This design comes from an exercise in tuning for small area on the open sky130 flow, not from production work.
Function was checked by simulation only, so behaviour that the tests miss may differ from the original.
Power and IR drop assume default switching activity.

== the reference run ==
==> flow/design.v (excerpt) <==
module pwm_axis (
    input  wire        clk,
    input  wire        rst,           
    input  wire [15:0] per,           
    input  wire [1:0]  presc,         
    input  wire [6:0]  dith,          
    input  wire        carrdith,      
    input  wire [15:0] seed,          
    input  wire        seed_load,     
    input  wire [5:0]  mode,          
    input  wire [15:0] cmp_u,
    input  wire [15:0] cmp_v,
    input  wire [15:0] cmp_w,
    input  wire [9:0]  dtr_u,
    input  wire [9:0]  dtr_v,
    input  wire [9:0]  dtr_w,
    input  wire [9:0]  dtf_u,
    input  wire [9:0]  dtf_v,
    input  wire [9:0]  dtf_w,
    input  wire [7:0]  minp,
    output wire [2:0]  gh,            
    output wire [2:0]  gl,            
    output wire        pstart,        
    output reg  [15:0] cnt,           
    output reg  [15:0] plen           
);
For scale: roughly 1600 cells after synthesis, about 320 flip-flops, about 17000 um2 of cells after synthesis.
clock: 350.0 ns
lec_check: 0
cap_margin: 20
core_margin: 2
core_utilization: 60
slew_margin: 20
standard.sh (not shown) runs the stock make flow with config.mk's settings and CLKGATE_MAP_FILE= SYNTH_SCRIPT=/design/flow/synth_recipe.tcl, a recipe that flattens the netlist after the stock synthesis.
==> flow/flow/run.sh <==
#!/bin/bash
# Own layout flow: the standard flow (floorplan, power grid, tap cells, placement and
# routing unchanged) with three changes:
#  - synthesis is the standard flow's synthesis script with only ABC's mapping script replaced by an
#    area-oriented one (flow/area.abc); registers, their names and cell types are untouched;
#  - ports are buffered with single-drive buffers;
#  - the clock tree uses small buffers and no dummy loads.
# Each make run writes its full output to a log file in the work folder.
set -euo pipefail
W=$PWD
sed 's|^  log_cmd abc {\*}\$abc_args$|  log_cmd abc {*}[lreplace $abc_args 1 1 $::env(MY_ABC_SCRIPT)]|' \
    "$FLOW_HOME/scripts/synth.tcl" > "$W/synth_area.tcl"
grep -q 'MY_ABC_SCRIPT' "$W/synth_area.tcl"
sed "s|source \$::env(SCRIPTS_DIR)/synth.tcl|source $W/synth_area.tcl|" "$W/synth_recipe.tcl" > "$W/synth_recipe_area.tcl"
grep -q "source $W/synth_area.tcl" "$W/synth_recipe_area.tcl"
export MY_ABC_SCRIPT="$W/flow/area.abc"
export BUFFER_PORTS_ARGS="-buffer_cell sky130_fd_sc_hd__buf_1"
export CTS_ARGS="-sink_clustering_enable -repair_clock_nets -dont_use_dummy_load -buf_list sky130_fd_sc_hd__clkbuf_8 -sink_clustering_size 20 -sink_clustering_max_diameter 55"
bash standard.sh "SYNTH_SCRIPT=$W/synth_recipe_area.tcl" synth > synth.log 2>&1
bash standard.sh finish > layout.log 2>&1
==> flow/flow/area.abc <==
&get -n
&st
&deepsyn -T 90
&put
&get -n
&st
&dch
&nf -R 1000 -p
&put
strash
dch -f
map -a
mfs2
&get -n
&st
&syn2
&if -g -K 6
&synch2
&nf -R 1000 -p
&st
&dch -f
&nf -R 1000 -p
&put
strash
dch -f
map -a
mfs2
&get -n
&st
&dch -f
&nf -R 1000 -p
&put
strash
dch -f
map -a
mfs2
&get -n
&st
&dch -f
&nf -R 1000 -p
&put
The reference run reached the end of the flow, and the finished layout is clean on the timing, DRC and antenna checks.
For the trial run, these inputs were changed with respect to the reference run:
--- a/flow/design.v
+++ b/flow/design.v
@@ -152,22 +152,21 @@
             dec <= 1'b0;
         end else if (~dec & (m4 | m10) & ~ge2) begin
             dec <= 1'b1; val <= 1'b1;
         end else if (~dec & ovf) begin
             dec <= 1'b1; val <= 1'b0;
         end
     end
     wire        rg_gh_en = ~cmp1;
     wire        rg_gl_en = pwm_s & (cmp1 | ~t_cmp2);
     wire        rg_we = m11 & n_gh_en[lg];
-    wire [2:0]  hi_end = gh_en & gh_full;
-    wire [2:0]  lo_end = gl_en;
+    wire [2:0]  lo_end = gl_en & (gh_en | {dc_w[9:7] == 3'd0, dc_v[9:7] == 3'd0, dc_u[9:7] == 3'd0});
     always @(posedge clk)
         if (rst | seed_load | preload)
             lfsr <= {16{~rst}} & (seed_load ? seed : lfsr_nx);
     always @(posedge clk) begin
         if (preload) begin
             per_r   <= per;
             dith_r  <= carrdith ? dith : 7'd0;
             pn      <= lfsr_nx;
             presc_n <= presc;
             minp_r  <= minp;
@@ -239,37 +238,34 @@
     wire [2:0] x_eq = {cnt[6:0] == hl_w, cnt[6:0] == hl_v, cnt[6:0] == hl_u};
     wire [2:0] x_off = win ? (xs | x_eq) : x_ge;
     always @(posedge clk) begin
         xs <= x_off;
         if (preload) begin
             hl_u <= c_v[6:0];
             hl_v <= c_w[6:0];
             hl_w <= x[6:0];
         end
     end
+    wire [2:0] dz   = {dc_w == 10'd0, dc_v == 10'd0, dc_u == 10'd0};
+    reg  [2:0] dd;                  
+    wire [2:0] d_ok = dd | dz;
     wire [2:0] trig = ~gh_en | x_off;
-    wire [2:0] dz   = {dc_w == 10'd0, dc_v == 10'd0, dc_u == 10'd0};
-    wire [12:0] tk  = {cnt[9:0], 3'd0} >> (2'd3 - presc_c);
-    wire [9:0]  tlo = tk[9:0] | {7'd0, sub};
-    wire        tbig = (cnt >> (4'd10 - {2'd0, presc_c})) != 16'd0;
-    wire [2:0] hs_ge;
-    pwm_ge #(10) u_hu (.a(tlo), .b(d_u), .ge(hs_ge[0]));
-    pwm_ge #(10) u_hv (.a(tlo), .b(d_v), .ge(hs_ge[1]));
-    pwm_ge #(10) u_hw (.a(tlo), .b(d_w), .ge(hs_ge[2]));
-    wire [2:0] hs_ok = hs_ge | {3{tbig}};
-    wire [2:0] ld_f = (n_gh_en & n_gl_en) | hi_end;
-    always @(posedge clk) begin
+    wire [2:0] rld  = gh_en & d_ok & ~x_off & {3{~win}};
+    wire [2:0] dcn  = ~dz & (~gh_en | ~dd | x_off);
+    wire [2:0] ld_e = gh & ~n_gh_en;       
+    always @(posedge clk) begin
+        dd <= last ? 3'd0 : d_ok;
         if (last) begin
             gh_full <= n_gh_full;
-            dc_u    <= ld_f[0] ? f_u : 10'd0;
-            dc_v    <= ld_f[1] ? f_v : 10'd0;
-            dc_w    <= ld_f[2] ? f_w : 10'd0;
+            dc_u    <= n_gh_en[0] ? d_u : ld_e[0] ? f_u : 10'd0;
+            dc_v    <= n_gh_en[1] ? d_v : ld_e[1] ? f_v : 10'd0;
+            dc_w    <= n_gh_en[2] ? d_w : ld_e[2] ? f_w : 10'd0;
         end else begin
-            if (trig[0] & ~dz[0]) dc_u <= dc_u - 10'd1;
-            if (trig[1] & ~dz[1]) dc_v <= dc_v - 10'd1;
-            if (trig[2] & ~dz[2]) dc_w <= dc_w - 10'd1;
-        end
-    end
-    assign gh = gh_en & hs_ok & (gh_full | ~x_off);
+            if (rld[0]) dc_u <= f_u; else if (dcn[0]) dc_u <= dc_u - 10'd1;
+            if (rld[1]) dc_v <= f_v; else if (dcn[1]) dc_v <= dc_v - 10'd1;
+            if (rld[2]) dc_w <= f_w; else if (dcn[2]) dc_w <= dc_w - 10'd1;
+        end
+    end
+    assign gh = gh_en & d_ok & (gh_full | ~x_off);
     assign gl = gl_en & trig & dz;
     assign pstart = (cnt == 16'd0) & (sub == 3'd0);
 endmodule
[summary]
Between the trial run and the reference run, the area after synthesis is higher for the reference run.
No stage failed in the trial run, and the final checks on the layout all came back clean.
Between the reference run and the trial run, the flow reports die height decreasing slightly.
Against the reference run, the trial run reports a first-pass GRT wire length that is lower.
Relative to the reference run, part of the power in combinational logic increased by 2.1 points in the trial run.
Routed wire length: the trial run and the reference run compared, lower one is the trial run
Clock-pin slew of the registers on the worst-case setup and hold paths is higher on the reference run

[re-timing with driven ports]
How much do the figures lean on ideal ports? The routed layouts below were timed once more, with nothing changed but the port constraints. Step 1 assumes that a clkbuf_16 drives the clock port and a buf_2 every other input. Step 2 adds t to the input delays and takes it off the output delays; t is the mean of the earliest and latest rising clock arrival at the registers after step 1. Input paths then give back, and output paths get back, about the clock's delay inside the block. Slacks: ideal / step 1 / step 2; pairs: ideal / step 1.
| run | t (ns) | setup WS [ns] | worst setup path at the end | latest minus earliest clock arrival (ns) | slew at the worst register clock pin (ns) |
|---|---|---|---|---|---|
| the reference run | 0.660 | 275.093 / 275.043 / 275.703 | register to output | 0.082 / 0.082 | 0.11 / 0.11 |
| the trial run | 0.637 | 275.092 / 275.047 / 275.684 | register to output | 0.098 / 0.098 | 0.11 / 0.11 |
After both steps every run listed still meets setup and hold.
